Source: an optimization exercise on an open RTL-to-GDS flow (aim: small area, a short achievable clock period and few clock cycles). Production flows keep margins and buffers that such runs may drop.
Where RTL was checked, it was by simulation tests only, not by an equivalence proof against the original.
For runs 1, 2 and 4, only the layout was checked, not whether the RTL still works.

==> design/flow/design.v <==
module aes_sbox (input wire [7:0] x, output wire [7:0] y);
    wire M1, M2, M3, M4, M5, M6, M7, M8, M9, M10, M11, M12, M13, M14, M15, M16, M17, M18, M19, M20, M21, M22, M23, T1, T2, T3, T4, T5, T6, T7, T8, T9, T10, T11, T12, T13, T14, T15, T16, T17, T18, T19, T20, T21, T22, T23, T24, T25, T26, T27, X0, X1, X2, X3, X4, X5, X6, X7, X8, X9, X10, X11, X12, X13, X14, X15, X16, X17, X18, X19, X20, X21, X22, X23, X24, X25, X26, X27, X28, X29;
    wire E0, E1, E2, E3;
    wire U0 = x[7], U1 = x[6], U2 = x[5], U3 = x[4], U4 = x[3], U5 = x[2], U6 = x[1], U7 = x[0];
    cm_xor2 g_T1 (.a(U0), .b(U3), .y(T1));
    cm_xor2 g_T2 (.a(U0), .b(U5), .y(T2));
    cm_xor2 g_T3 (.a(U0), .b(U6), .y(T3));
    cm_xor2 g_T4 (.a(U3), .b(U5), .y(T4));
    cm_xor2 g_T5 (.a(U4), .b(U6), .y(T5));
    cm_xor2 g_T6 (.a(T1), .b(T5), .y(T6));
    cm_xor2 g_T7 (.a(U1), .b(U2), .y(T7));
    cm_xor2 g_T8 (.a(U7), .b(T6), .y(T8));
    cm_xor2 g_T9 (.a(U7), .b(T7), .y(T9));
    cm_xor2 g_T10 (.a(T6), .b(T7), .y(T10));
    cm_xor2 g_T11 (.a(U1), .b(U5), .y(T11));
    cm_xor2 g_T12 (.a(U2), .b(U5), .y(T12));
    cm_xor2 g_T13 (.a(T3), .b(T4), .y(T13));
    cm_xor2 g_T14 (.a(T6), .b(T11), .y(T14));
    cm_xor2 g_T15 (.a(T5), .b(T11), .y(T15));
    cm_xor2 g_T16 (.a(T5), .b(T12), .y(T16));
    cm_xor2 g_T17 (.a(T9), .b(T16), .y(T17));
    cm_xor2 g_T18 (.a(U3), .b(U7), .y(T18));
    cm_xor2 g_T19 (.a(T7), .b(T18), .y(T19));
    cm_xor2 g_T20 (.a(T1), .b(T19), .y(T20));
    cm_xor2 g_T21 (.a(U6), .b(U7), .y(T21));
    cm_xor2 g_T22 (.a(T7), .b(T21), .y(T22));
    cm_xor2 g_T23 (.a(T2), .b(T22), .y(T23));
    cm_xor2 g_T24 (.a(T2), .b(T10), .y(T24));
    cm_xor2 g_T25 (.a(T20), .b(T17), .y(T25));
    cm_xor2 g_T26 (.a(T3), .b(T16), .y(T26));
    cm_xor2 g_T27 (.a(T1), .b(T12), .y(T27));
    cm_nand2 g_M1 (.a(T13), .b(T6), .y(M1));
    cm_nand2 g_M2 (.a(T23), .b(T8), .y(M2));
    cm_xnor2 g_M3 (.a(T14), .b(M1), .y(M3));
    cm_nand2 g_M4 (.a(T19), .b(U7), .y(M4));
    cm_xor2 g_M5 (.a(M4), .b(M1), .y(M5));
    cm_nand2 g_M6 (.a(T3), .b(T16), .y(M6));
    cm_nand2 g_M7 (.a(T22), .b(T9), .y(M7));
    cm_xnor2 g_M8 (.a(T26), .b(M6), .y(M8));
    cm_nand2 g_M9 (.a(T20), .b(T17), .y(M9));
    cm_xor2 g_M10 (.a(M9), .b(M6), .y(M10));
    cm_nand2 g_M11 (.a(T1), .b(T15), .y(M11));
    cm_nand2 g_M12 (.a(T4), .b(T27), .y(M12));
    cm_xor2 g_M13 (.a(M12), .b(M11), .y(M13));
    cm_nand2 g_M14 (.a(T2), .b(T10), .y(M14));
    cm_xor2 g_M15 (.a(M14), .b(M11), .y(M15));
    cm_xnor2 g_M16 (.a(M3), .b(M2), .y(M16));
    cm_xor2 g_M17 (.a(M5), .b(T24), .y(M17));
    cm_xnor2 g_M18 (.a(M8), .b(M7), .y(M18));
    cm_xor2 g_M19 (.a(M10), .b(M15), .y(M19));
    cm_xor2 g_M20 (.a(M16), .b(M13), .y(M20));
    cm_xor2 g_M21 (.a(M17), .b(M15), .y(M21));
    cm_xor2 g_M22 (.a(M18), .b(M13), .y(M22));
    cm_xor2 g_M23 (.a(M19), .b(T25), .y(M23));
    cm_xor2 g_X0 (.a(T14), .b(T26), .y(X0));
    cm_xor2 g_X1 (.a(U3), .b(U1), .y(X1));
    cm_xor2 g_X2 (.a(T25), .b(T24), .y(X2));
    cm_xor2 g_X3 (.a(T2), .b(T8), .y(X3));
    cm_xor2 g_X4 (.a(T10), .b(U2), .y(X4));
    cm_xor2 g_X5 (.a(T8), .b(T14), .y(X5));
    cm_xor2 g_X6 (.a(T8), .b(X1), .y(X6));
    cm_xor2 g_X7 (.a(T14), .b(X1), .y(X7));
    cm_xor2 g_X8 (.a(T16), .b(X2), .y(X8));
    cm_xor2 g_X9 (.a(T16), .b(T2), .y(X9));
    cm_xor2 g_X10 (.a(T4), .b(T12), .y(X10));
    cm_xor2 g_X11 (.a(T14), .b(T24), .y(X11));
    cm_xor2 g_X12 (.a(T12), .b(X6), .y(X12));
    cm_xor2 g_X13 (.a(X8), .b(U6), .y(X13));
    cm_xor2 g_X14 (.a(U6), .b(T18), .y(X14));
    cm_xor2 g_X15 (.a(T14), .b(T2), .y(X15));
    cm_xor2 g_X16 (.a(X14), .b(T2), .y(X16));
    cm_xor2 g_X17 (.a(T19), .b(X9), .y(X17));
    cm_xor2 g_X18 (.a(X17), .b(U0), .y(X18));
    cm_xor2 g_X19 (.a(T7), .b(U5), .y(X19));
    cm_xor2 g_X20 (.a(T14), .b(T22), .y(X20));
    cm_xor2 g_X21 (.a(X14), .b(T8), .y(X21));
    cm_xor2 g_X22 (.a(T21), .b(T12), .y(X22));
    cm_xor2 g_X23 (.a(U5), .b(T22), .y(X23));
    cm_xor2 g_X24 (.a(T21), .b(T23), .y(X24));
    cm_xor2 g_X25 (.a(X11), .b(T19), .y(X25));
    cm_xor2 g_X26 (.a(T26), .b(T11), .y(X26));
    cm_xor2 g_X27 (.a(T16), .b(X18), .y(X27));
    cm_xor2 g_X28 (.a(X13), .b(U7), .y(X28));
    cm_xor2 g_X29 (.a(X25), .b(T26), .y(X29));
    aes_gf16_inv u_inv (.d({M20, M21, M22, M23}), .e({E0, E1, E2, E3}));
    wire P0; cm_nand2 g_P0 (.a(E0), .b(X1), .y(P0));
    wire P1; cm_nand2 g_P1 (.a(E1), .b(X12), .y(P1));
    wire P2; cm_nand2 g_P2 (.a(E2), .b(X26), .y(P2));
    wire P3; cm_nand2 g_P3 (.a(E3), .b(X25), .y(P3));
    wire P4; cm_nand2 g_P4 (.a(E0), .b(T24), .y(P4));
    wire P5; cm_nand2 g_P5 (.a(E1), .b(X11), .y(P5));
    wire P6; cm_nand2 g_P6 (.a(E2), .b(X0), .y(P6));
    wire P7; cm_nand2 g_P7 (.a(E3), .b(X2), .y(P7));
    wire P8; cm_nand2 g_P8 (.a(E0), .b(X20), .y(P8));
    wire P9; cm_nand2 g_P9 (.a(E1), .b(X13), .y(P9));
    wire P10; cm_nand2 g_P10 (.a(E2), .b(X5), .y(P10));
    wire P11; cm_nand2 g_P11 (.a(E3), .b(X24), .y(P11));
    wire P12; cm_nand2 g_P12 (.a(E0), .b(X9), .y(P12));
    wire P13; cm_nand2 g_P13 (.a(E1), .b(X18), .y(P13));
    wire P14; cm_nand2 g_P14 (.a(E2), .b(X21), .y(P14));
    wire P15; cm_nand2 g_P15 (.a(E3), .b(X19), .y(P15));
    wire P16; cm_nand2 g_P16 (.a(E0), .b(X6), .y(P16));
    wire P17; cm_nand2 g_P17 (.a(E1), .b(X27), .y(P17));
    wire P18; cm_nand2 g_P18 (.a(E2), .b(X14), .y(P18));
    wire P19; cm_nand2 g_P19 (.a(E3), .b(X8), .y(P19));
    wire P20; cm_nand2 g_P20 (.a(E0), .b(X29), .y(P20));
    wire P21; cm_nand2 g_P21 (.a(E1), .b(X16), .y(P21));
    wire P22; cm_nand2 g_P22 (.a(E2), .b(X4), .y(P22));
    wire P23; cm_nand2 g_P23 (.a(E3), .b(X22), .y(P23));
    wire P24; cm_nand2 g_P24 (.a(E0), .b(X28), .y(P24));
    wire P25; cm_nand2 g_P25 (.a(E1), .b(X4), .y(P25));
    wire P26; cm_nand2 g_P26 (.a(E2), .b(X10), .y(P26));
    wire P27; cm_nand2 g_P27 (.a(E3), .b(X15), .y(P27));
    wire P28; cm_nand2 g_P28 (.a(E0), .b(X23), .y(P28));
    wire P29; cm_nand2 g_P29 (.a(E1), .b(X17), .y(P29));
    wire P30; cm_nand2 g_P30 (.a(E2), .b(X3), .y(P30));
    wire P31; cm_nand2 g_P31 (.a(E3), .b(X7), .y(P31));
    wire Q0_0; cm_xor2 g_Q0_0 (.a(P0), .b(P1), .y(Q0_0));
    wire Q0_1; cm_xor2 g_Q0_1 (.a(P2), .b(P3), .y(Q0_1));
    cm_xor2 g_S0 (.a(Q0_0), .b(Q0_1), .y(y[7]));
    wire Q1_0; cm_xor2 g_Q1_0 (.a(P4), .b(P5), .y(Q1_0));
    wire Q1_1; cm_xor2 g_Q1_1 (.a(P6), .b(P7), .y(Q1_1));
    cm_xnor2 g_S1 (.a(Q1_0), .b(Q1_1), .y(y[6]));
    wire Q2_0; cm_xor2 g_Q2_0 (.a(P8), .b(P9), .y(Q2_0));
    wire Q2_1; cm_xor2 g_Q2_1 (.a(P10), .b(P11), .y(Q2_1));
    cm_xnor2 g_S2 (.a(Q2_0), .b(Q2_1), .y(y[5]));
    wire Q3_0; cm_xor2 g_Q3_0 (.a(P12), .b(P13), .y(Q3_0));
    wire Q3_1; cm_xor2 g_Q3_1 (.a(P14), .b(P15), .y(Q3_1));
    cm_xor2 g_S3 (.a(Q3_0), .b(Q3_1), .y(y[4]));
    wire Q4_0; cm_xor2 g_Q4_0 (.a(P16), .b(P17), .y(Q4_0));
    wire Q4_1; cm_xor2 g_Q4_1 (.a(P18), .b(P19), .y(Q4_1));
    cm_xor2 g_S4 (.a(Q4_0), .b(Q4_1), .y(y[3]));
    wire Q5_0; cm_xor2 g_Q5_0 (.a(P20), .b(P21), .y(Q5_0));
    wire Q5_1; cm_xor2 g_Q5_1 (.a(P22), .b(P23), .y(Q5_1));
    cm_xor2 g_S5 (.a(Q5_0), .b(Q5_1), .y(y[2]));
    wire Q6_0; cm_xor2 g_Q6_0 (.a(P24), .b(P25), .y(Q6_0));
    wire Q6_1; cm_xor2 g_Q6_1 (.a(P26), .b(P27), .y(Q6_1));
    cm_xnor2 g_S6 (.a(Q6_0), .b(Q6_1), .y(y[1]));
    wire Q7_0; cm_xor2 g_Q7_0 (.a(P28), .b(P29), .y(Q7_0));
    wire Q7_1; cm_xor2 g_Q7_1 (.a(P30), .b(P31), .y(Q7_1));
    cm_xnor2 g_S7 (.a(Q7_0), .b(Q7_1), .y(y[0]));
endmodule
module aes_gf16_inv (input wire [3:0] d, output wire [3:0] e);
    wire [3:0] v = d ^ 4'b0000;
    wire M20 = v[3], M21 = v[2], M22 = v[1], M23 = v[0];
    wire M24 = M22 ^ M23;
    wire M25 = M22 & M20;
    wire M26 = M21 ^ M25;
    wire M27 = M20 ^ M21;
    wire M28 = M23 ^ M25;
    wire M29 = M28 & M27;
    wire M30 = M26 & M24;
    wire M31 = M20 & M23;
    wire M32 = M27 & M31;
    wire M33 = M27 ^ M25;
    wire M34 = M21 & M22;
    wire M35 = M24 & M34;
    wire M36 = M24 ^ M25;
    wire M37 = M21 ^ M29;
    wire M38 = M32 ^ M33;
    wire M39 = M23 ^ M30;
    wire M40 = M35 ^ M36;
    assign e = {M37, M38, M39, M40};
endmodule
module cm_xor2 (input wire a, input wire b, output wire y);
    assign y = a ^ b;
endmodule
module cm_xnor2 (input wire a, input wire b, output wire y);
    assign y = ~(a ^ b);
endmodule
module cm_nand2 (input wire a, input wire b, output wire y);
    assign y = ~(a & b);
endmodule
module cm_nor2 (input wire a, input wire b, output wire y);
    assign y = ~(a | b);
endmodule
module cm_mux2i (input wire a, input wire b, input wire s, output wire y);
    assign y = ~(s ? b : a);
endmodule
module aes_round (
    input  wire [127:0] state_in,
    input  wire [127:0] round_key,
    output wire [127:0] shifted,      
    output wire [127:0] mixed_n       
);
    wire [127:0] sub;
    genvar i, j, b;
    generate
        for (i = 0; i < 16; i = i + 1) begin : g_sub
            aes_sbox u_sbox (.x(state_in[127 - 8*i -: 8]), .y(sub[127 - 8*i -: 8]));
        end
        for (i = 0; i < 16; i = i + 1) begin : g_shift
            assign shifted[127 - 8*i -: 8] = sub[127 - 8*(((i / 4 + i % 4) % 4) * 4 + i % 4) -: 8];
        end
        for (i = 0; i < 4; i = i + 1) begin : g_mix
            wire [7:0] a [0:3];
            wire [7:0] p [0:3];
            wire [7:0] x [0:3];
            wire [7:0] q [0:3];
            wire [7:0] k [0:3];
            for (j = 0; j < 4; j = j + 1) begin : g_byte
                assign a[j] = shifted[127 - 32*i - 8*j -: 8];
            end
            for (j = 0; j < 4; j = j + 1) begin : g_col
                for (b = 0; b < 8; b = b + 1) begin : g_bit
                    cm_xor2 u_p (.a(a[j][b]), .b(a[(j + 1) % 4][b]), .y(p[j][b]));
                end
                assign x[j][7] = p[j][6];
                assign x[j][6] = p[j][5];
                assign x[j][5] = p[j][4];
                cm_xor2 u_x4 (.a(p[j][3]), .b(p[j][7]), .y(x[j][4]));
                cm_xor2 u_x3 (.a(p[j][2]), .b(p[j][7]), .y(x[j][3]));
                assign x[j][2] = p[j][1];
                cm_xor2 u_x1 (.a(p[j][0]), .b(p[j][7]), .y(x[j][1]));
                assign x[j][0] = p[j][7];
            end
            for (j = 0; j < 4; j = j + 1) begin : g_out
                for (b = 0; b < 8; b = b + 1) begin : g_bit
                    cm_xor2  u_k (.a(a[(j + 1) % 4][b]), .b(round_key[127 - 32*i - 8*j - (7 - b)]), .y(k[j][b]));
                    cm_xor2  u_q (.a(k[j][b]), .b(p[(j + 2) % 4][b]), .y(q[j][b]));
                    cm_xnor2 u_o (.a(q[j][b]), .b(x[j][b]), .y(mixed_n[127 - 32*i - 8*j - (7 - b)]));
                end
            end
        end
    endgenerate
endmodule
module aes_key_step (
    input  wire [127:0] key_in,
    input  wire [31:0]  w3_sbox,      
    input  wire [7:0]   rcon,
    output wire [127:0] key_out
);
    wire [31:0] w0 = key_in[127:96];
    wire [31:0] w1 = key_in[95:64];
    wire [31:0] w2 = key_in[63:32];
    wire [31:0] w3 = key_in[31:0];
    wire [31:0] sw;
    aes_sbox u_s0 (.x(w3_sbox[23:16]), .y(sw[31:24]));
    aes_sbox u_s1 (.x(w3_sbox[15:8]),  .y(sw[23:16]));
    aes_sbox u_s2 (.x(w3_sbox[7:0]),   .y(sw[15:8]));
    aes_sbox u_s3 (.x(w3_sbox[31:24]), .y(sw[7:0]));
    wire [31:0] w0r = w0 ^ {rcon, 24'd0};
    wire [31:0] c12, c123, n0, n1, n2, n3;
    genvar i;
    generate
        for (i = 0; i < 32; i = i + 1) begin : g_x
            cm_xor2 u_c12  (.a(w1[i]),   .b(w2[i]), .y(c12[i]));
            cm_xor2 u_c123 (.a(c12[i]),  .b(w3[i]), .y(c123[i]));
            cm_xor2 u_n0   (.a(w0r[i]),  .b(sw[i]), .y(n0[i]));
            cm_xor2 u_n1   (.a(n0[i]),   .b(w1[i]), .y(n1[i]));
            cm_xor2 u_n2   (.a(n0[i]),   .b(c12[i]), .y(n2[i]));
            cm_xor2 u_n3   (.a(n0[i]),   .b(c123[i]), .y(n3[i]));
        end
    endgenerate
    assign key_out = {n0, n1, n2, n3};
endmodule
module dsl_cmac (
    input  wire         clk,
    input  wire         rst_n,         
    input  wire         key_load,
    input  wire [127:0] key,
    input  wire         in_valid,
    output wire         in_ready,
    input  wire [31:0]  in_data,
    input  wire         in_last,
    input  wire [1:0]   in_nbytes,     
    output reg          tag_valid,
    output wire [127:0] tag
);
    reg  [127:0] key_r;         
    reg          kz;            
    reg  [127:0] k1n;           
    reg  [127:0] aes_st;        
    reg  [127:0] rk;            
    reg  [3:0]   rnd;           
    reg          kmode;         
    reg          waitx;         
    reg          cur_last;      
    reg  [95:0]  buf_w;
    reg  [1:0]   bcnt;          
    reg          bpad;          
    reg          bpad80;        
    reg          bvirt;         
    reg          blast;         
    reg          bkey;          
    reg          c_mix;         
    reg          c_shift;       
    reg          c_hold;        
    reg          c_rk;          
    reg          c_buf;         
    reg          c_ks_key;      
    reg          c_ks_rk;       
    reg          c_kfin;        
    reg  [31:0]  ks_w3;         
    reg  [7:0]   rcon;          
    wire bfull3 = (bcnt == 2'd3);
    assign in_ready = bfull3 ? (c_buf && !bvirt) : !bpad;
    assign tag      = aes_st;
    wire take     = in_valid && in_ready;
    wire take_buf = take && !bfull3;
    wire load     = c_buf && (bvirt || in_valid);
    reg [31:0] wport;           
    always @* begin
        wport = in_data;
        if (in_last) begin
            case (in_nbytes)
                2'd0: wport = {in_data[31:24], 8'h80, 16'h0};
                2'd1: wport = {in_data[31:16], 8'h80, 8'h0};
                2'd2: wport = {in_data[31:8],  8'h80};
                default: wport = in_data;
            endcase
        end
    end
    wire [31:0] wpadw = {bpad80, 31'd0};                     
    reg  [31:0] kword;          
    always @* begin
        case (bcnt)
            2'd0: kword = key_r[127:96];
            2'd1: kword = key_r[95:64];
            default: kword = key_r[63:32];
        endcase
        if (kz)
            kword = 32'd0;
    end
    wire [31:0] kword3 = kz ? 32'd0 : key_r[31:0];
    wire [31:0]  w3     = (bvirt ? wpadw : wport) ^ kword3;
    wire         last3  = bvirt ? blast : in_last;
    wire         whole3 = !bvirt && (in_nbytes == 2'd3);   
    wire [127:0] k1     = ~k1n;
    wire [127:0] k2     = {k1[126:0], 1'b0} ^ (k1[127] ? 128'h87 : 128'h0);
    wire [127:0] bufop  = {buf_w, w3} ^ (last3 ? (whole3 ? k1 : k2) : 128'h0);
    wire [127:0] shifted, mixed_n;
    aes_round u_rd (.state_in(aes_st), .round_key(rk), .shifted(shifted), .mixed_n(mixed_n));
    wire [127:0] opb = (c_rk ? rk : 128'h0) ^ (load ? bufop : 128'h0);
    wire [127:0] oth = (c_shift ? shifted : 128'h0) | (c_hold ? aes_st : 128'h0);
    wire [127:0] oth_n, st_next;
    genvar gi;
    generate
        for (gi = 0; gi < 128; gi = gi + 1) begin : g_st
            cm_xnor2 u_x (.a(oth[gi]), .b(opb[gi]), .y(oth_n[gi]));
            cm_mux2i u_a (.a(oth_n[gi]), .b(mixed_n[gi]), .s(c_mix), .y(st_next[gi]));
        end
    endgenerate
    wire [127:0] rk_next;
    wire [127:0] ks_in = (c_ks_key ? key_r : 128'h0) | (c_ks_rk ? rk : 128'h0);
    aes_key_step u_ks (.key_in(ks_in), .w3_sbox(ks_w3), .rcon(rcon), .key_out(rk_next));
    wire [127:0] l_out = ~oth_n;
    wire [127:0] l_dbl = {l_out[126:0], 1'b0} ^ (l_out[127] ? 128'h87 : 128'h0);
    wire fin     = c_shift;     
    wire running = c_rk;        
    wire restart = key_load || !rst_n;    
    reg  [3:0] n_rnd;
    reg        n_kz, n_kmode, n_waitx, n_cur_last;
    reg  [1:0] n_bcnt;
    reg        n_bpad, n_bpad80, n_bvirt, n_blast, n_bkey;
    always @* begin
        n_kz    = key_load ? 1'b0 : kz;
        n_kmode = load ? bkey : (fin ? 1'b0 : kmode);
        n_rnd   = load ? 4'd1 : ((fin || !running) ? 4'd0 : rnd + 4'd1);
        n_cur_last = load ? last3 : cur_last;
        n_waitx = (fin && !cur_last && !kmode && !load) ? 1'b1 : (load ? 1'b0 : waitx);
        n_bcnt   = bcnt;
        n_bpad   = bpad;
        n_bpad80 = bpad80;
        n_bvirt  = bvirt;
        n_blast  = blast;
        n_bkey   = bkey;
        if (load) begin
            n_bcnt  = 2'd0;
            n_bvirt = 1'b0;
            n_blast = 1'b0;
            n_bkey  = 1'b0;
        end else if (take_buf || bpad) begin
            n_bcnt = bcnt + 2'd1;
            if (bcnt == 2'd2)
                n_bpad = 1'b0;
            else if (take_buf && in_last)
                n_bpad = 1'b1;
            n_bpad80 = take_buf && in_last && (in_nbytes == 2'd3);
            if (take_buf && in_last) begin
                n_bvirt = 1'b1;
                n_blast = 1'b1;
            end
        end
        if (restart) begin
            n_rnd = 4'd0;  n_kmode = 1'b0;  n_waitx = 1'b0;  n_cur_last = 1'b0;
            n_bcnt = 2'd0; n_bpad = 1'b1;   n_bpad80 = 1'b0; n_bvirt = 1'b1;
            n_blast = 1'b0; n_bkey = 1'b1;
        end
        if (!rst_n)
            n_kz = 1'b1;
    end
    wire n_fin     = (n_rnd == 4'd10);
    wire n_running = (n_rnd != 4'd0);
    wire n_ready   = (n_bcnt == 2'd3);
    wire n_ld_idle = !n_running && n_ready;
    wire n_ld_fin  = n_fin && !n_cur_last && !n_kmode && n_ready;
    wire n_load    = n_ld_idle || n_ld_fin;
    reg  [7:0] n_rcon;
    always @* begin
        case (n_load ? 4'd1 : n_rnd + 4'd1)
            4'd1:  n_rcon = 8'h01;
            4'd2:  n_rcon = 8'h02;
            4'd3:  n_rcon = 8'h04;
            4'd4:  n_rcon = 8'h08;
            4'd5:  n_rcon = 8'h10;
            4'd6:  n_rcon = 8'h20;
            4'd7:  n_rcon = 8'h40;
            4'd8:  n_rcon = 8'h80;
            4'd9:  n_rcon = 8'h1b;
            4'd10: n_rcon = 8'h36;
            default: n_rcon = 8'h00;
        endcase
    end
    always @(posedge clk) begin
        if (take_buf || bpad)
            buf_w <= {buf_w[63:0], (bpad ? wpadw : wport) ^ kword};
        aes_st <= st_next;
        rk     <= rk_next;
        if (c_kfin)
            k1n <= ~l_dbl;
    end
    always @(posedge clk) begin
        rnd      <= n_rnd;
        kz       <= n_kz;
        kmode    <= n_kmode;
        waitx    <= n_waitx;
        cur_last <= n_cur_last;
        bcnt     <= n_bcnt;
        bpad     <= n_bpad;
        bpad80   <= n_bpad80;
        bvirt    <= n_bvirt;
        blast    <= n_blast;
        bkey     <= n_bkey;
        c_mix    <= n_running && !n_fin;
        c_shift  <= n_fin;
        c_hold   <= n_waitx && !n_running;
        c_rk     <= n_running;
        c_buf    <= n_load;
        c_ks_key <= n_load && !n_kz;
        c_ks_rk  <= !n_load;
        ks_w3    <= ((n_load && !n_kz) ? key_r[31:0] : 32'h0) | (!n_load ? rk_next[31:0] : 32'h0);
        c_kfin   <= n_fin && n_kmode;
        rcon     <= n_rcon;
        if (key_load)
            key_r <= key;
        if (!rst_n)
            tag_valid <= 1'b0;
        else
            tag_valid <= fin && cur_last && !kmode;
    end
endmodule
==> design/flow/flow/run.sh <==
#!/bin/bash
set -eu -o pipefail
SETUP_MARGIN=${SETUP_MARGIN:-5.2}
bash standard.sh synth > synth.log 2>&1
bash standard.sh "BUFFER_PORTS_ARGS=-buffer_cell sky130_fd_sc_hd__buf_1" \
  "SETUP_SLACK_MARGIN=$SETUP_MARGIN" finish > layout.log 2>&1
==> design/flow/standard.sh <==
#!/bin/bash
# synth_recipe.tcl (not shown) runs the flow's synth.tcl, then flattens the netlist and writes it again
# the make line also repeats each setting of config.mk as NAME=value (left out here)
make -C /OpenROAD-flow-scripts/flow DESIGN_CONFIG=/design/flow/config.mk WORK_HOME=/design/flow/orfs CLKGATE_MAP_FILE= SYNTH_SCRIPT=/design/flow/synth_recipe.tcl "${@:-finish}"
==> design/flow/config.mk <==
export PLATFORM = sky130hd
export DESIGN_NAME = dsl_cmac
export DESIGN_NICKNAME = dsl_cmac
export VERILOG_FILES = /design/flow/design.v
export SDC_FILE = /design/flow/constraint.sdc
export NUM_CORES = 8
export LEC_CHECK = 0
export CAP_MARGIN = 20
export CORE_MARGIN = 2
export CORE_UTILIZATION = 40
export CTS_BUF_LIST = sky130_fd_sc_hd__clkbuf_8 sky130_fd_sc_hd__clkbuf_16
export CTS_CLUSTER_DIAMETER = 100
export CTS_CLUSTER_SIZE = 20
export PLACE_DENSITY = 0.55
export SETUP_SLACK_MARGIN = 5
export SLEW_MARGIN = 20
export SYNTH_HIERARCHICAL = 1
export SYNTH_MINIMUM_KEEP_SIZE = 0
==> design/flow/constraint.sdc <==
create_clock -name core_clock -period 10.0 [get_ports {clk}]
set_input_delay 2.0000 -clock core_clock [delete_from_list [all_inputs] [get_ports {clk}]]
set_output_delay 2.0000 -clock core_clock [all_outputs]
set_load 0.01 [all_outputs]
==> results.py, run 1 <==
metrics = {
    "status": {
        "status": "complete, no violations",
    },
    "routing": {
        "dr_total_vias": 48700,
        "drc": 0,
        "routed_wl_mm": 235,
        "drtIter0Drc": 5259,
        "detail-route-antenna-nets": 0,
        "drtPass1Iterations": 5,
        "vias_per_cell": 5.40,
        "avgRoutedWirePerCell_um": 26.1,
    },
    "logic_synthesis": {
        "synthMuxAreaShare": 0.0228,
        "synth-compound-area-share": 0.0637,
        "synth_seq_cells": 672,
        "avgSynthCellArea_sq_um": 9.01,
        "ys_warn_count": 8,
        "yosys.area_share.simple": 0.136,
        "synth_xor_xnor_area_share": 0.463,
        "synthCells": 6595,
        "async_flop_share": 0,
        "synth_ff_type": "edfxtp_1",
        "synth_top_family_by_area": "XOR/XNOR gates",
        "seq_area_frac_synth": 0.286,
        "synth_cell_types": 51,
        "mappedNetlistNets": 6774,
        "synth_edf_count": 352,
        "synthesis.area_sq_um": 59400,
        "synthAdderAreaFrac": 0.00253,
    },
    "worst_setup_path": {
        "worstPathRequired_ns": 10.53,
        "cp-end-kind": "flip-flop",
        "r2r_end": "aes_st[20]$_DFF_P_",
        "path_class": "reg -> reg",
        "reg2regPathDepth": 18,
        "r2r-start": "aes_st[75]$_DFF_P_",
        "path_depth": 18,
        "critPathTopFamily": "XOR/XNOR gates",
        "path_buf_inv": 3,
        "worstSetupStartpointType": "flip-flop",
        "startpoint": "aes_st[75]$_DFF_P_",
        "crit_chain": "xor2_4 > buf_4 > xor2_4 > buf_12 > xor2_2 > xnor2_1 > xnor2_1 > xor2_2 > nor4b_1 > a211o_2 > nand2_1 > xor2_1 > xor2_2 > buf_12 > xor2_1 > xor2_1 > xnor2_1 > mux2i_4",
        "slowest_stage": "dfxtp_4",
        "cp.arrival_ns": 5.33,
        "r2r_slack_ns": 5.20,
        "cp-endpoint": "aes_st[20]$_DFF_P_",
        "slowest_delay_ns": 0.47,
        "crit_fanout": 8,
    },
    "layout": {
        "syn_to_final_growth_pct": 24.9,
        "layout.cells.most_common": "xor2_1",
        "nets": 7235,
        "final_cell_mix": "1905 x xor2_1, 1337 x nand2_1, 574 x xnor2_1, 403 x xor2_2, 352 x edfxtp_1",
        "drive_gt1_frac": 0.187,
        "final.fill_count": 13500,
    },
    "global_route": {
        "antenna_found_initial": 3,
        "grt_overflow": 0,
        "grt_max_degree": 98,
        "grt_usage": 0.296,
        "grt_pass1_wl_mm": 329,
        "grt_pass1_vias": 46200,
    },
    "place": {
        "place.gp.congestion": 0.974,
        "post-dp-hpwl_mm": 178,
        "io_buffer_count": 296,
    },
    "cts": {
        "max-clock-path-buffers": 3,
        "cts_made_buffers": 41,
        "clock-sinks": 672,
        "cts_tree": "built",
        "clk_pin_slew_ns": 0.10,
        "htree_levels": 2,
        "clkLatencyLatePin_ns": 0.67,
        "clockRootBuffer": "clkbuf_16",
    },
    "sta": {
        "hold-worst-slack_ns": 0.454,
        "finalCriticalPeriod_ns": 4.80,
        "hold_viol_final": 0,
        "slew_headroom": 0.261,
        "tightest_slew_ns": 1.11,
        "fin_crit_sh": 0.480,
        "finClkSkew_ns": 0.0476,
        "setup_viol": 0,
        "grt_setup_unrepaired": "yes",
        "max_freq_mhz": 208,
        "slew_viol_final": 0,
        "finalSetupTns_ns": 0,
    },
    "hold_path": {
        "hold_path_class": "reg -> reg",
    },
    "floorplan": {
        "ios": 297,
        "fp.dieW_um": 389,
        "fp-row-count": 141,
        "design.die.area_sq_um": 152000,
        "die_h_um": 389,
        "core_area_sq_um": 148000,
        "start_util": 0.402,
    },
    "run": {
        "max_cap_violations": 0,
    },
}
## synthesized netlist by cell type (40+ instances only)
cell type  count  share of area
a211o_1       40         0.0059
a21oi_1       42         0.0035
a22o_1       256          0.038
buf_4         80          0.010
clkbuf_1     118         0.0075
dfxtp_1      320           0.11
edfxtp_1     352           0.18
mux2i_1      134          0.023
nand2_1     1339          0.085
nand3_1      158          0.013
nor2_1       149         0.0094
nor2b_1      120          0.013
nor4b_1       40         0.0059
xnor2_1      641          0.095
xor2_1      2496           0.37
## routing by layer
metal  track usage  wire length (um)  vias to the layer above
met1         0.407             97200                    24200
li1              -                 -                    21800
met2         0.453            104000                     2272
met5             0                12                        -
met4         0.146             14000                        2
met3        0.0440             20100                      423
## modules after synthesis, one instance, submodules excluded, excerpt
module        cells  flops+latches  cell area [sq um]
cm_xor2           1              0               8.76
cm_xnor2          1              0               8.76
dsl_cmac       2479            672              27600
cm_mux2i          1              0               10.0
cm_nand2          1              0               3.75
aes_gf16_inv     19              0                149
aes_key_step      8              0               70.1
## cells by family after synthesis
kind of cell             after synthesis
AND/OR/NAND/NOR                     1891
buffers and inverters                286
multiplexers                         135
AO/OA/AOI/OAI                        461
flip-flops                           672
adder cells (fa/ha/maj)               12
XOR/XNOR                            3138
## how the worst min path moves through the flow
stage	from	endpoint	slack (ns)	cells after the start
2_1_floorplan	bkey$_SDFFE_PP1P_	bkey$_SDFFE_PP1P_	0.42	2
3_3_place_gp	bkey$_SDFFE_PP1P_	bkey$_SDFFE_PP1P_	0.43	2
3_5_place_dp	bkey$_SDFFE_PP1P_	bkey$_SDFFE_PP1P_	0.44	2
4_1_cts	bkey$_SDFFE_PP1P_	bkey$_SDFFE_PP1P_	0.45	2
5_1_grt	bkey$_SDFFE_PP1P_	bkey$_SDFFE_PP1P_	0.48	2
6_report	bkey$_SDFFE_PP1P_	bkey$_SDFFE_PP1P_	0.45	2
## state kept, by name (all words and copies together) (netlist names), 2 cells and up
| name | count |
|---|---|
| key_r | 128 |
| buf_w | 96 |
| ks_w3 | 32 |
| rcon | 8 |
| rk | 128 |
| aes_st | 128 |
| rnd | 4 |
| bcnt | 2 |
| k1n | 128 |
## area by class of cell
class,instances,area [sq um],area share
Sequential cell,672,17300,0.234
Antenna cell,1,2.50,0.0000337
Multi-Input combinational cell,5645,48500,0.653
Timing Repair Buffer,676,4620,0.0623
Inverter,20,81.3,0.00110
Tap cell,1930,2410,0.0325
Clock buffer,42,1050,0.0142
Clock inverter,33,230,0.00310
## metrics by stage
| step | utilization | instance area [sq um] | setup WS (ns) | cells |
|---|---|---|---|---|
| CTS | 0.473 | 69900 | 5.10 | 8823 |
| global route | 0.502 | 74200 | 5.08 | 9018 |
| finish | 0.503 | 74200 | 5.20 | 9019 |
| floorplan | - | 59500 | 5.20 | 6595 |
| detailed placement | 0.421 | 62100 | 3.11 | 8610 |
| global placement | 0.420 | 62100 | 2.83 | 8609 |
## tightest hold or removal path, delay by kind of cell (launching register included)
kind	cells	cell delay (ns)
flip-flops	1	0.32
AND/OR/NAND/NOR	2	0.09
## timing repair
item | 4_1_cts | 5_1_grt
setup buffers | 135 | 188
setup endpoints to repair | 421 | 294
gates resized for setup | 718 | 417
cloned | 3 | 7
pin swaps | 73 | 107
hold buffers | 0 | 0
==> inputs of run 2 (changes only) <==
--- a/design/flow/design.v
+++ b/design/flow/design.v
@@ -271,3 +271,3 @@
     reg          kz;            
-    reg  [127:0] k1n;           
+    reg  [127:0] k1;            
     reg  [127:0] aes_st;        
@@ -293,4 +293,5 @@
     reg          c_kfin;        
-    reg  [31:0]  ks_w3;         
+    reg          c_kl;          
     reg  [7:0]   rcon;          
+    reg  [31:0]  ks_w3;         
     wire bfull3 = (bcnt == 2'd3);
@@ -328,3 +329,2 @@
     wire         whole3 = !bvirt && (in_nbytes == 2'd3);   
-    wire [127:0] k1     = ~k1n;
     wire [127:0] k2     = {k1[126:0], 1'b0} ^ (k1[127] ? 128'h87 : 128'h0);
@@ -346,4 +346,3 @@
     aes_key_step u_ks (.key_in(ks_in), .w3_sbox(ks_w3), .rcon(rcon), .key_out(rk_next));
-    wire [127:0] l_out = ~oth_n;
-    wire [127:0] l_dbl = {l_out[126:0], 1'b0} ^ (l_out[127] ? 128'h87 : 128'h0);
+    wire [127:0] l_dbl = {aes_st[126:0], 1'b0} ^ (aes_st[127] ? 128'h87 : 128'h0);
     wire fin     = c_shift;     
@@ -395,3 +394,3 @@
     wire n_ready   = (n_bcnt == 2'd3);
-    wire n_ld_idle = !n_running && n_ready;
+    wire n_ld_idle = !n_running && n_ready && !c_kfin;
     wire n_ld_fin  = n_fin && !n_cur_last && !n_kmode && n_ready;
@@ -419,4 +418,4 @@
         rk     <= rk_next;
-        if (c_kfin)
-            k1n <= ~l_dbl;
+        if (c_kl)
+            k1 <= l_dbl;
     end
@@ -443,2 +442,3 @@
         c_kfin   <= n_fin && n_kmode;
+        c_kl     <= c_kfin && !restart;
         rcon     <= n_rcon;
==> design/flow/flow/run.sh (replaced) <==
#!/bin/bash
set -eu -o pipefail
bash standard.sh synth > synth.log 2>&1
bash standard.sh "BUFFER_PORTS_ARGS=-buffer_cell sky130_fd_sc_hd__buf_1" finish > layout.log 2>&1
--- a/design/flow/config.mk
+++ b/design/flow/config.mk
@@ -13,4 +13,4 @@
 export CTS_CLUSTER_SIZE = 20
-export PLACE_DENSITY = 0.55
-export SETUP_SLACK_MARGIN = 5
+export PLACE_DENSITY = 0.6
+export SETUP_SLACK_MARGIN = 5.0
 export SLEW_MARGIN = 20
==> run 2 against run 1 <==
Still clean on timing, DRC and antenna; global-route usage shrank 0.62 points; synthesized area grew 1.9%; first-iteration DRC count shrank 2.1%; synthesized cell count grew 1.7%; wire length shrank 1.4%; die area grew 1.9%; critical path type is now in -> reg; largest cell class unchanged; highest routed layer unchanged.
==> results.py, run 2 <==
metrics = {
    "status": {
        "status": "complete, no violations",
    },
    "layout": {
        "drive_gt1_frac": 0.147,
        "stdcell_area_sq_um": 71300,
        "final.fill_count": 14000,
        "nets": 7074,
        "layout.cells.most_common": "xor2_1",
        "final_cell_mix": "1913 x xor2_1, 1339 x nand2_1, 676 x xnor2_1, 352 x edfxtp_1, 333 x xor2_2",
        "syn_to_final_growth_pct": 17.8,
    },
    "sta": {
        "hold_viol_final": 0,
        "setup_viol": 0,
        "finalSetupTns_ns": 0,
        "fin_crit_sh": 0.497,
        "max_freq_mhz": 201,
        "grt_setup_unrepaired": "yes",
        "slew_headroom": 0.212,
        "slew_viol_final": 0,
        "tightest_slew_ns": 1.18,
        "finalCriticalPeriod_ns": 4.97,
        "finClkSkew_ns": 0.0626,
    },
    "place": {
        "post-dp-hpwl_mm": 178,
        "place.gp.congestion": 0.993,
        "io_buffer_count": 296,
        "place_area_sq_um": 62300,
    },
    "routing": {
        "dr_total_vias": 48000,
        "drc": 0,
        "drtIter0Drc": 5148,
        "avgRoutedWirePerCell_um": 25.9,
        "drtPass1Iterations": 5,
        "vias_per_cell": 5.36,
        "routed_wl_mm": 232,
        "detail-route-antenna-nets": 0,
    },
    "floorplan": {
        "fp.dieW_um": 393,
        "fp-row-count": 142,
        "core_area_sq_um": 150000,
        "ios": 297,
        "start_util": 0.403,
        "design.die.area_sq_um": 155000,
        "die_h_um": 393,
    },
    "logic_synthesis": {
        "yosys-top-cells-area": "xor2_1 35%, edfxtp_1 17%, xnor2_1 11%",
        "synthCells": 6710,
        "synth_cell_types": 64,
        "yosysTopAreaCell": "xor2_1",
        "avgSynthCellArea_sq_um": 9.02,
        "synth_edf_count": 352,
        "synth_ff_type": "edfxtp_1",
        "async_flop_share": 0,
        "seq_area_frac_synth": 0.281,
        "synthesis.area_sq_um": 60500,
        "ys_warn_count": 8,
        "mappedNetlistNets": 6889,
        "synthTopCellsByCount": "2397 x xor2_1, 1339 x nand2_1, 738 x xnor2_1",
        "yosysMostFrequentCell": "xor2_1",
        "synth_seq_cells": 673,
        "synth_top_area_frac": 0.347,
    },
    "global_route": {
        "met2_usage": 0.455,
        "grt_overflow": 0,
        "grt_usage": 0.290,
        "met3_usage": 0.0552,
        "grt_max_degree": 80,
        "grt_busiest_layer": "met2",
        "grt_pass1_vias": 46100,
        "global_route.usage.met1": 0.382,
        "antenna_found_initial": 12,
        "grt_pass1_wl_mm": 325,
    },
    "worst_setup_path": {
        "slowest_delay_ns": 0.77,
        "crit_path_frequent_cell": "xnor2_1",
        "worstSetupStartpointType": "input port",
        "path_class": "in -> reg",
        "r2r_end": "aes_st[6]$_DFF_P_",
        "slowest_stage": "and3b_4",
        "crit_chain": "buf_1 > and3b_4 > buf_6 > nand2_1 > a21oi_1 > xnor3_1 > nor2_1 > xnor2_1 > xnor2_1 > mux2i_1",
        "reg2regPathDepth": 16,
        "worstPathRequired_ns": 10.53,
        "startpoint": "in_nbytes[0]",
        "path_buf_inv": 2,
        "cp-end-kind": "flip-flop",
        "critPathTopFamily": "buffers and inverters",
        "r2r_slack_ns": 5.08,
        "crit_fanout": 70,
        "cp.arrival_ns": 5.50,
        "r2r-start": "aes_st[114]$_DFF_P_",
    },
    "cts": {
        "cts_made_buffers": 42,
        "clock-sinks": 673,
        "max-clock-path-buffers": 3,
        "htree_levels": 2,
        "clk_pin_slew_ns": 0.09,
        "clockRootBuffer": "clkbuf_16",
        "clkLatencyLatePin_ns": 0.69,
        "cts_tree": "built",
    },
    "hold_path": {
        "hp-start": "c_kfin$_DFF_P_",
        "hold_depth": 1,
        "hold_path_class": "reg -> reg",
        "min_to": "c_kl$_DFF_P_",
    },
    "run": {
        "max_cap_violations": 0,
    },
}
==> run 2: metal layers <==
| metal | part of all wire | routed length [um] | vias to the layer above |
|---|---|---|---|
| met3 | 0.091 | 21000 | 468 |
| met5 | 0.00021 | 48 | - |
| met1 | 0.40 | 93800 | 23800 |
| li1 | - | - | 21500 |
| met2 | 0.45 | 104000 | 2240 |
| met4 | 0.055 | 12800 | 6 |
==> run 2: logic make-up after synthesis <==
family	Yosys count	share of synthesized area
AOI/OAI and AO/OA	577	0.0726
xor gates and xnor gates	3138	0.454
muxes	165	0.0273
adders and majority gates	12	0.00248
buffers and inverters	432	0.0442
DFF	673	0.281
and+or+nand+nor	1713	0.118
==> run 2: per-module statistics from Yosys (local to each module, per instance), excerpt <==
module,cell area [sq um],cells
dsl_cmac,28800,2594
aes_gf16_inv,149,19
aes_key_step,70.1,8
cm_xor2,8.76,1
cm_xnor2,8.76,1
cm_nand2,3.75,1
==> run 2: layout make-up <==
| class | count | area, sq um | area share |
|---|---|---|---|
| clock buffer | 43 | 1060 | 0.0149 |
| multi-input combinational | 5611 | 47000 | 0.660 |
| clock inverter | 34 | 204 | 0.00286 |
| tap | 2016 | 2520 | 0.0354 |
| antenna | 3 | 7.51 | 0.000105 |
| timing repair buffer | 520 | 3080 | 0.0432 |
| inverter | 47 | 188 | 0.00263 |
| sequential | 673 | 17200 | 0.241 |
==> run 2: worst max-delay path by stage <==
stage | to | slack (ns) | cells after the start
after floorplan | rcon[2]$_DFF_P_ | 5.06 | 11
after global placement | aes_st[9]$_DFF_P_ | 3.72 | 15
after detailed placement | aes_st[41]$_DFF_P_ | 3.70 | 15
after CTS | aes_st[41]$_DFF_P_ | 4.96 | 16
after global routing | aes_st[97]$_DFF_P_ | 4.89 | 17
final | aes_st[15]$_DFF_P_ | 5.03 | 10
==> run 2: metrics by stage <==
| step | std cells | worst slack [ns] | hold slack (ns) | util |
|---|---|---|---|---|
| finish | 8947 | 5.03 | 0.471 | 0.475 |
| global route | 8946 | 4.89 | 0.494 | 0.475 |
| CTS | 8841 | 4.96 | 0.480 | 0.451 |
| detailed placement | 8707 | 3.70 | 0.456 | 0.415 |
| global placement | 8707 | 3.72 | 0.456 | 0.415 |
| floorplan | 6710 | 5.06 | 0.420 | - |
==> run 2: timing repair <==
action | CTS | global route
buffers inserted | 56 | 97
gates resized for setup | 519 | 375
endpoints found under the setup margin | 212 | 183
endpoints found under the hold margin | 0 | 0
pin swaps | 29 | 54
gates cloned | 1 | 5
hold buffers | 0 | 0
==> inputs of run 3 (changes only) <==
--- a/design/flow/design.v
+++ b/design/flow/design.v
@@ -228,3 +228,2 @@
     input  wire [127:0] key_in,
-    input  wire [31:0]  w3_sbox,      
     input  wire [7:0]   rcon,
@@ -237,6 +236,6 @@
     wire [31:0] sw;
-    aes_sbox u_s0 (.x(w3_sbox[23:16]), .y(sw[31:24]));
-    aes_sbox u_s1 (.x(w3_sbox[15:8]),  .y(sw[23:16]));
-    aes_sbox u_s2 (.x(w3_sbox[7:0]),   .y(sw[15:8]));
-    aes_sbox u_s3 (.x(w3_sbox[31:24]), .y(sw[7:0]));
+    aes_sbox u_s0 (.x(w3[23:16]), .y(sw[31:24]));
+    aes_sbox u_s1 (.x(w3[15:8]),  .y(sw[23:16]));
+    aes_sbox u_s2 (.x(w3[7:0]),   .y(sw[15:8]));
+    aes_sbox u_s3 (.x(w3[31:24]), .y(sw[7:0]));
     wire [31:0] w0r = w0 ^ {rcon, 24'd0};
@@ -295,3 +294,2 @@
     reg  [7:0]   rcon;          
-    reg  [31:0]  ks_w3;         
     wire bfull3 = (bcnt == 2'd3);
@@ -345,3 +343,3 @@
     wire [127:0] ks_in = (c_ks_key ? key_r : 128'h0) | (c_ks_rk ? rk : 128'h0);
-    aes_key_step u_ks (.key_in(ks_in), .w3_sbox(ks_w3), .rcon(rcon), .key_out(rk_next));
+    aes_key_step u_ks (.key_in(ks_in), .rcon(rcon), .key_out(rk_next));
     wire [127:0] l_dbl = {aes_st[126:0], 1'b0} ^ (aes_st[127] ? 128'h87 : 128'h0);
@@ -440,3 +438,2 @@
         c_ks_rk  <= !n_load;
-        ks_w3    <= ((n_load && !n_kz) ? key_r[31:0] : 32'h0) | (!n_load ? rk_next[31:0] : 32'h0);
         c_kfin   <= n_fin && n_kmode;
==> design/flow/flow/run.sh (replaced) <==
#!/bin/bash
set -eu -o pipefail
ARGS="BUFFER_PORTS_ARGS=-buffer_cell sky130_fd_sc_hd__buf_1"
R=orfs/results/${FLOW_PLATFORM}/dsl_cmac/base
bash standard.sh synth > synth.log 2>&1
bash standard.sh "$ARGS" 3_3_place_gp > place_gp.log 2>&1
cp $R/3_3_place_gp.odb $R/3_3_place_gp_orig.odb
ODB_IN=$R/3_3_place_gp_orig.odb ODB_OUT=$R/3_3_place_gp.odb \
  openroad -no_init -exit flow/move_obuf.tcl > move_obuf.log 2>&1
touch $R/3_3_place_gp.odb
bash standard.sh "$ARGS" finish > layout.log 2>&1
==> design/flow/flow/move_obuf.tcl (new file) <==
# After global placement: move each output port's buffer next to the cell that
# drives it, so that the long wire to the pin hangs on the buffer's output
# rather than on the driving register's. Detailed placement legalizes them.
read_db $::env(ODB_IN)
set block [ord::get_db_block]
set moved 0
foreach inst [$block getInsts] {
  if {![string match "output*" [$inst getName]]} { continue }
  set m [$inst getMaster]
  if {![string match "*buf*" [$m getName]]} { continue }
  set in_net ""
  foreach it [$inst getITerms] {
    if {[$it isInputSignal]} { set in_net [$it getNet] }
  }
  if {$in_net eq "" || $in_net eq "NULL"} { continue }
  set drv ""
  foreach it [$in_net getITerms] {
    if {[$it isOutputSignal]} { set drv [$it getInst] }
  }
  if {$drv eq ""} { continue }
  set loc [$drv getLocation]
  $inst setLocation [lindex $loc 0] [lindex $loc 1]
  $inst setPlacementStatus PLACED
  incr moved
}
puts "moved $moved output buffers"
write_db $::env(ODB_OUT)
--- a/design/flow/config.mk
+++ b/design/flow/config.mk
@@ -13,4 +13,4 @@
 export CTS_CLUSTER_SIZE = 20
-export PLACE_DENSITY = 0.6
-export SETUP_SLACK_MARGIN = 5.0
+export PLACE_DENSITY = 0.55
+export SETUP_SLACK_MARGIN = 4.2
 export SLEW_MARGIN = 20
==> run 3 against run 2 <==
Largest cell class unchanged; still clean on timing, DRC and antenna; non-clock buffer count fell by 152; clock-buffer cell count rose by 6.
==> results.py, run 3 <==
metrics = {
    "status": {
        "status": "complete, no violations",
    },
    "sta": {
        "tightest_slew_ns": 1.16,
        "setup_viol": 0,
        "slew_headroom": 0.222,
        "finalCriticalPeriod_ns": 5.63,
        "max_freq_mhz": 178,
        "hold_viol_final": 0,
        "finClkSkew_ns": 0.0269,
        "fin_crit_sh": 0.563,
        "slew_viol_final": 0,
        "hold-worst-slack_ns": 0.447,
        "grt_setup_unrepaired": "yes",
        "finalSetupTns_ns": 0,
    },
    "worst_setup_path": {
        "crit_chain": "buf_8 > a22o_1 > xor2_2 > xor2_2 > xor2_1 > xor2_2 > xor2_1 > xor2_1 > nor2b_1 > o32a_1 > nand2_1 > xor2_1 > xnor2_1 > xor2_1 > xor2_1",
        "reg2regPathDepth": 15,
        "cp-end-kind": "flip-flop",
        "cp.arrival_ns": 6.20,
        "path_depth": 15,
        "worstSetupStartpointType": "flip-flop",
        "worstPathRequired_ns": 10.58,
        "path_class": "reg -> reg",
        "slowest_stage": "dfxtp_4",
        "slowest_delay_ns": 0.57,
        "r2r_end": "rk[14]$_DFF_P_",
        "crit_fanout": 62,
        "crit_path_frequent_cell": "xor2_1",
        "critPathTopFamily": "XOR/XNOR gates",
        "r2r-start": "c_ks_key$_DFF_P_",
        "r2r_slack_ns": 4.37,
        "path_buf_inv": 1,
    },
    "cts": {
        "clockRootBuffer": "clkbuf_16",
        "cts_made_buffers": 43,
        "max-clock-path-buffers": 3,
        "clkLatencyLatePin_ns": 0.66,
        "cts_tree": "built",
        "htree_levels": 2,
        "clk_pin_slew_ns": 0.10,
        "clock-sinks": 641,
    },
    "floorplan": {
        "ios": 297,
        "die_h_um": 390,
        "start_util": 0.403,
        "fp.dieW_um": 390,
        "fp-row-count": 141,
        "core_area_sq_um": 148000,
        "design.die.area_sq_um": 152000,
    },
    "global_route": {
        "antenna_found_initial": 10,
        "grt_pass1_wl_mm": 327,
        "grt_overflow": 0,
        "grt_pass1_vias": 43500,
        "grt_usage": 0.298,
        "grt_max_degree": 138,
    },
    "logic_synthesis": {
        "synth_ff_type": "edfxtp_1",
        "seq_area_frac_synth": 0.275,
        "synth_cell_types": 62,
        "synthesis.area_sq_um": 59600,
        "mappedNetlistNets": 6755,
        "yosys-top-cells-area": "xor2_1 35%, edfxtp_1 18%, xnor2_1 11%",
        "synth_seq_cells": 641,
        "synthCells": 6576,
        "avgSynthCellArea_sq_um": 9.06,
        "synthTopCellsByCount": "2398 x xor2_1, 1302 x nand2_1, 737 x xnor2_1",
        "synth_top_area_frac": 0.353,
        "synth_edf_count": 352,
        "yosysTopAreaCell": "xor2_1",
        "async_flop_share": 0,
        "ys_warn_count": 8,
        "yosysMostFrequentCell": "xor2_1",
    },
    "place": {
        "post-dp-hpwl_mm": 189,
        "place.gp.congestion": 0.995,
        "io_buffer_count": 296,
    },
    "run": {
        "max_cap_violations": 0,
    },
    "hold_path": {
        "hp-start": "aes_st[39]$_DFF_P_",
        "hold_path_class": "reg -> reg",
        "min_to": "k1[40]$_DFFE_PP_",
        "hold_depth": 0,
    },
    "routing": {
        "drtPass1Iterations": 6,
        "dr_total_vias": 45900,
        "vias_per_cell": 5.35,
        "drtIter0Drc": 4483,
        "routed_wl_mm": 235,
        "avgRoutedWirePerCell_um": 27.4,
        "detail-route-antenna-nets": 0,
        "drc": 0,
    },
    "layout": {
        "nets": 6787,
        "final_cell_mix": "2202 x xor2_1, 1302 x nand2_1, 700 x xnor2_1, 352 x edfxtp_1, 295 x buf_1",
        "final.fill_count": 14400,
        "drive_gt1_frac": 0.0703,
        "final_util": 0.438,
        "layout.cells.most_common": "xor2_1",
        "syn_to_final_growth_pct": 8.62,
    },
}
[run 3: cell types whose count changed in the layout (fill, tap and decap cells not counted), sizes merged, moves of 3 or more]
cell | previous run | this run
inv | 73 | 35
mux2i | 165 | 133
dfxtp | 321 | 289
clkbuf | 44 | 50
nand2 | 1340 | 1304
buf | 519 | 367
xor2 | 2403 | 2400
[run 3: layout make-up]
cell class,instances,area [sq um],area share
antenna,5,12.5,0.000193
sequential,641,16400,0.253
inverter,13,56.3,0.000870
multi-input combinational,5541,42700,0.659
clock inverter,29,221,0.00342
clock buffer,49,1190,0.0184
timing repair buffer,368,1770,0.0273
tap,1930,2410,0.0373
[run 3: kinds of logic (layout without fill, tap and decap cells)]
logic type               after synthesis  after routing  synth area share
multiplexers                         133            133            0.0223
AND/OR/NAND/NOR                     1679           1679             0.119
buffers and inverters                394            459            0.0426
flip-flops                           641            641             0.275
other                                  0              5                 0
adder cells (fa/ha/maj)               12             12           0.00252
AO/OA/AOI/OAI                        578            578            0.0767
XOR/XNOR                            3139           3139             0.462
[run 3: routing by layer]
layer	vias up	share of wire	GRT usage	wire length, um
met3	396	0.076	0.0437	17800
li1	21000	-	-	-
met5	-	0.00011	0	25
met2	1867	0.44	0.467	104000
met4	4	0.071	0.173	16700
met1	22600	0.41	0.391	96800
[run 3: worst register-to-register path, cell delays in order, from the launching register on]
cell,delay (ns)
dfxtp_4,0.57
buf_8,0.44
a22o_1,0.48
xor2_2,0.32
xor2_2,0.39
xor2_1,0.40
xor2_2,0.38
xor2_1,0.21
xor2_1,0.49
nor2b_1,0.20
o32a_1,0.43
nand2_1,0.13
xor2_1,0.17
xnor2_1,0.25
xor2_1,0.46
xor2_1,0.23
[run 3: worst max-delay path by stage]
stage	startpoint	end	slack (ns)
2_1_floorplan	c_mix$_DFF_P_	aes_st[0]$_DFF_P_	5.18
3_3_place_gp	c_ks_key$_DFF_P_	rk[14]$_DFF_P_	3.51
3_5_place_dp	c_ks_key$_DFF_P_	rk[14]$_DFF_P_	3.55
4_1_cts	aes_st[13]$_DFF_P_	aes_st[71]$_DFF_P_	4.19
5_1_grt	c_ks_key$_DFF_P_	rk[47]$_DFF_P_	4.14
6_report	c_ks_key$_DFF_P_	rk[14]$_DFF_P_	4.37
[run 3: timing repair]
item / 4_1_cts / 5_1_grt
pin swaps: 0 / 2
endpoints found under the setup margin: 226 / 256
buffers inserted: 2 / 2
hold buffers: 0 / 0
resized for setup: 68 / 197
[run 3: per-stage QoR]
step | setup slack, ns | cells | instance area, sq um
detailed placement | 3.55 | 8489 | 61300
global route | 4.14 | 8573 | 64700
floorplan | 5.18 | 6576 | 59600
CTS | 4.19 | 8569 | 63200
global placement | 3.51 | 8489 | 61300
finish | 4.37 | 8576 | 64700
[run 3: per-module statistics from Yosys, one instance, submodules excluded, a selection]
module	copies in the design	cell area, sq um	cells inside	flip-flops and latches
aes_gf16_inv	20	149	19	0
cm_xnor2	416	8.76	1	0
cm_nand2	820	3.75	1	0
dsl_cmac	1	27800	2460	641
aes_key_step	1	70.1	8	0
cm_xor2	2364	8.76	1	0
cm_mux2i	128	10.0	1	0
Testbench counts of run 3, summed over its fixed seeds: cycles 77,494.
==> inputs of run 4 (changes only) <==
--- a/design/flow/design.v
+++ b/design/flow/design.v
@@ -181,5 +181,4 @@
     input  wire [127:0] state_in,
-    input  wire [127:0] round_key,
     output wire [127:0] shifted,      
-    output wire [127:0] mixed_n       
+    output wire [127:0] mixed         
 );
@@ -199,3 +198,2 @@
             wire [7:0] q [0:3];
-            wire [7:0] k [0:3];
             for (j = 0; j < 4; j = j + 1) begin : g_byte
@@ -218,5 +216,4 @@
                 for (b = 0; b < 8; b = b + 1) begin : g_bit
-                    cm_xor2  u_k (.a(a[(j + 1) % 4][b]), .b(round_key[127 - 32*i - 8*j - (7 - b)]), .y(k[j][b]));
-                    cm_xor2  u_q (.a(k[j][b]), .b(p[(j + 2) % 4][b]), .y(q[j][b]));
-                    cm_xnor2 u_o (.a(q[j][b]), .b(x[j][b]), .y(mixed_n[127 - 32*i - 8*j - (7 - b)]));
+                    cm_xor2 u_q (.a(a[(j + 1) % 4][b]), .b(p[(j + 2) % 4][b]), .y(q[j][b]));
+                    cm_xor2 u_o (.a(q[j][b]), .b(x[j][b]), .y(mixed[127 - 32*i - 8*j - (7 - b)]));
                 end
@@ -329,7 +326,7 @@
     wire [127:0] bufop  = {buf_w, w3} ^ (last3 ? (whole3 ? k1 : k2) : 128'h0);
-    wire [127:0] shifted, mixed_n;
-    aes_round u_rd (.state_in(aes_st), .round_key(rk), .shifted(shifted), .mixed_n(mixed_n));
+    wire [127:0] shifted, mixed;
+    aes_round u_rd (.state_in(aes_st), .shifted(shifted), .mixed(mixed));
     wire [127:0] opb = (c_rk ? rk : 128'h0) ^ (load ? bufop : 128'h0);
     wire [127:0] oth = (c_shift ? shifted : 128'h0) | (c_hold ? aes_st : 128'h0);
-    wire [127:0] oth_n, st_next;
+    wire [127:0] opa_n, st_next;
     genvar gi;
@@ -337,4 +334,4 @@
         for (gi = 0; gi < 128; gi = gi + 1) begin : g_st
-            cm_xnor2 u_x (.a(oth[gi]), .b(opb[gi]), .y(oth_n[gi]));
-            cm_mux2i u_a (.a(oth_n[gi]), .b(mixed_n[gi]), .s(c_mix), .y(st_next[gi]));
+            cm_mux2i u_a (.a(oth[gi]), .b(mixed[gi]), .s(c_mix), .y(opa_n[gi]));
+            cm_xnor2 u_x (.a(opa_n[gi]), .b(opb[gi]), .y(st_next[gi]));
         end
==> design/flow/flow/run.sh (replaced) <==
#!/bin/bash
set -eu -o pipefail
bash standard.sh synth > synth.log 2>&1
bash standard.sh "BUFFER_PORTS_ARGS=-buffer_cell sky130_fd_sc_hd__buf_1" finish > layout.log 2>&1
--- a/design/flow/config.mk
+++ b/design/flow/config.mk
@@ -14,3 +14,3 @@
 export PLACE_DENSITY = 0.55
-export SETUP_SLACK_MARGIN = 4.2
+export SETUP_SLACK_MARGIN = 5.0
 export SLEW_MARGIN = 20
removed: design/flow/flow/move_obuf.tcl
==> run 4 against run 3 <==
Still clean; critical path depth fell by 6; worst setup slack gained 0.62 ns; synthesized cell count decreased by 1.9%; wire length decreased by 5.4%; first-iteration DRC count is 15% higher; die area down 1.9%; largest cell class unchanged; highest routed layer is now met4.
==> results.py, run 4 <==
metrics = {
    "status": {
        "status": "complete, no violations",
    },
    "cts": {
        "cts_tree": "built",
        "clk_pin_slew_ns": 0.09,
        "htree_levels": 2,
        "max-clock-path-buffers": 3,
        "cts_made_buffers": 42,
        "ctsHoldBuffers": 0,
        "clock-sinks": 641,
        "clkLatencyLatePin_ns": 0.73,
        "clockRootBuffer": "clkbuf_16",
    },
    "logic_synthesis": {
        "async_flop_share": 0,
        "synthTopCellsByCount": "2398 x xor2_1, 1302 x nand2_1, 609 x xnor2_1",
        "yosys-top-cells-area": "xor2_1 36%, edfxtp_1 18%, dfxtp_1 9.9%",
        "yosysMostFrequentCell": "xor2_1",
        "synthCells": 6448,
        "synth_seq_cells": 641,
        "synthesis.area_sq_um": 58400,
        "ys_warn_count": 8,
        "avgSynthCellArea_sq_um": 9.06,
        "synth_top_area_frac": 0.359,
        "synth_ff_type": "edfxtp_1",
        "mappedNetlistNets": 6627,
        "synth_cell_types": 62,
        "synth_edf_count": 352,
        "seq_area_frac_synth": 0.280,
        "yosysTopAreaCell": "xor2_1",
    },
    "worst_setup_path": {
        "slowest_stage": "and3b_4",
        "worstSetupStartpointType": "input port",
        "crit_fanout": 48,
        "reg2regPathDepth": 17,
        "worstPathRequired_ns": 10.58,
        "crit_chain": "clkdlybuf4s15_2 > and3b_4 > buf_4 > nand2_1 > a21oi_1 > xnor3_1 > nor2_1 > xnor2_1 > xnor2_1",
        "crit_path_frequent_cell": "xnor2_1",
        "cp-end-kind": "flip-flop",
        "slowest_delay_ns": 0.75,
        "path_class": "in -> reg",
        "r2r_slack_ns": 5.05,
        "r2r_end": "aes_st[48]$_DFF_P_",
        "r2r-start": "aes_st[69]$_DFF_P_",
        "cp.arrival_ns": 5.58,
    },
    "floorplan": {
        "die_h_um": 386,
        "fp.dieW_um": 386,
        "start_util": 0.402,
        "design.die.area_sq_um": 149000,
        "fp-row-count": 140,
        "ios": 297,
        "core_area_sq_um": 145000,
    },
    "layout": {
        "final.fill_count": 13400,
        "syn_to_final_growth_pct": 23.0,
        "drive_gt1_frac": 0.200,
        "stdcell_area_sq_um": 71900,
        "final_cell_mix": "1815 x xor2_1, 1302 x nand2_1, 546 x xnor2_1, 404 x xor2_2, 352 x edfxtp_1",
        "layout.cells.most_common": "xor2_1",
        "nets": 6965,
        "regArea_sq_um": 16700,
        "multiInputGateArea_sq_um": 47000,
    },
    "hold_path": {
        "hold_depth": 0,
        "min_to": "k1[54]$_DFFE_PP_",
        "hp-start": "aes_st[53]$_DFF_P_",
        "hold_path_class": "reg -> reg",
    },
    "run": {
        "max_cap_violations": 0,
    },
    "sta": {
        "fin_crit_sh": 0.500,
        "hold_viol_final": 0,
        "setup_viol": 0,
        "grt_setup_unrepaired": "yes",
        "finalCriticalPeriod_ns": 5.00,
        "hold-worst-slack_ns": 0.440,
        "slew_viol_final": 0,
        "slew_headroom": 0.172,
        "finClkSkew_ns": 0.0952,
        "finalSetupTns_ns": 0,
        "max_freq_mhz": 200,
        "tightest_slew_ns": 1.24,
    },
    "global_route": {
        "grt_pass1_vias": 43900,
        "antenna_found_initial": 5,
        "grt_overflow": 0,
        "grt_max_degree": 139,
        "grt_usage": 0.284,
        "grt_pass1_wl_mm": 309,
    },
    "routing": {
        "detail-route-antenna-nets": 0,
        "avgRoutedWirePerCell_um": 25.5,
        "routed_wl_mm": 223,
        "drtIter0Drc": 5156,
        "drtPass1Iterations": 6,
        "dr_total_vias": 46800,
        "drc": 0,
        "vias_per_cell": 5.35,
    },
    "place": {
        "place.gp.congestion": 0.979,
        "post-dp-hpwl_mm": 166,
        "io_buffer_count": 296,
        "place_area_sq_um": 60100,
    },
}
run 4: per-layer routing:
layer / vias to the layer above / global-route usage / routed length [um]
met5: - / 0 / 0
met3: 378 / 0.0309 / 16500
li1: 21000 / - / -
met4: 0 / 0.137 / 13200
met1: 23300 / 0.399 / 95200
met2: 2153 / 0.432 / 97800
run 4: layout make-up:
class	count	share of cell area
clock buffers	43	0.0148
repair buffers	665	0.0622
diodes	2	0.0000696
inverters	13	0.000783
multi-input cells	5423	0.653
clock inverters	35	0.00390
well taps	1917	0.0334
flip-flops and latches	641	0.232
run 4: how the worst max path moves through the flow:
stage | slack, ns | endpoint | from | cells after the start
floorplan | 5.13 | aes_st[103]$_DFF_P_ | aes_st[42]$_DFF_P_ | 17
global placement | 3.61 | rk[55]$_DFF_P_ | c_ks_key$_DFF_P_ | 15
detailed placement | 3.71 | rk[55]$_DFF_P_ | c_ks_key$_DFF_P_ | 15
CTS | 4.93 | aes_st[3]$_DFF_P_ | aes_st[36]$_DFF_P_ | 17
global route | 4.76 | aes_st[43]$_DFF_P_ | aes_st[69]$_DFF_P_ | 18
finish | 5.00 | aes_st[15]$_DFF_P_ | in_nbytes[1] | 9
run 4: cell families (layout without fill, tap and decap cells):
group | count (synthesis) | count (layout) | synth area share
xor gates and xnor gates | 3011 | 3018 | 0.452
AOI/OAI and AO/OA | 578 | 578 | 0.0782
muxes | 133 | 133 | 0.0228
other | 0 | 2 | 0
buffers and inverters | 394 | 756 | 0.0434
DFF | 641 | 641 | 0.280
and+or+nand+nor | 1679 | 1682 | 0.121
adders and majority gates | 12 | 12 | 0.00257
run 4: worst max-delay path, delay by kind of cell:
family | cells | cell delay, ns
buffers and inverters | 2 | 1.27
xor gates and xnor gates | 3 | 0.88
and+or+nand+nor | 3 | 0.93
AOI/OAI and AO/OA | 1 | 0.46
run 4: modules after synthesis, one instance, submodules excluded, a selection:
module | flops+latches | times used | area (sq um) | cells inside
dsl_cmac | 641 | 1 | 27800 | 2460
cm_xnor2 | 0 | 288 | 8.76 | 1
aes_key_step | 0 | 1 | 70.1 | 8
cm_xor2 | 0 | 2364 | 8.76 | 1
cm_nand2 | 0 | 820 | 3.75 | 1
cm_mux2i | 0 | 128 | 10.0 | 1
aes_gf16_inv | 0 | 20 | 149 | 19
run 4: per-stage QoR:
stage	setup WS (ns)	util	std cells
2_1_floorplan	5.13	-	6448
3_3_place_gp	3.61	0.413	8344
3_5_place_dp	3.71	0.413	8344
4_1_cts	4.93	0.463	8519
5_1_grt	4.76	0.494	8737
6_report	5.00	0.494	8739
run 4: timing repair:
action	in CTS	in global routing
setup endpoints to repair	256	256
gates resized for setup	734	411
setup buffers	92	211
cloned	5	7
pin swaps	43	119

==> what the ideal ports hide <==
How much do the figures lean on ideal ports? The routed layouts below were timed once more, with nothing changed but the port constraints.
Step 1 assumes that a clkbuf_16 drives the clock port and a buf_2 every other input.
Step 2 adds t to the input delays and takes it off the output delays; t is the mean of the earliest and latest rising clock arrival at the registers after step 1. Input paths then give back, and output paths get back, about the clock's delay inside the block.
Slacks: no drivers / after step 1 / after step 2; pairs: no drivers / after step 1.
| run | t, ns | setup slack, ns | worst setup path after step 2 | pins driven straight from the clock port |
|---|---|---|---|---|
| run 1 | 0.730 | 5.196 / 5.196 / 4.787 | input to register | 1 |
| run 2 | 0.746 | 5.033 / 5.012 / 4.266 | input to register | 1 |
| run 3 | 0.724 | 4.374 / 4.374 / 4.374 | register to register | 1 |
| run 4 | 0.763 | 4.998 / 5.010 / 4.247 | input to register | 1 |
After both steps every run listed still meets setup and hold. For run 2, which loses most, drivers alone change the setup slack by -0.021 ns; drivers and shift together by -0.767 ns.
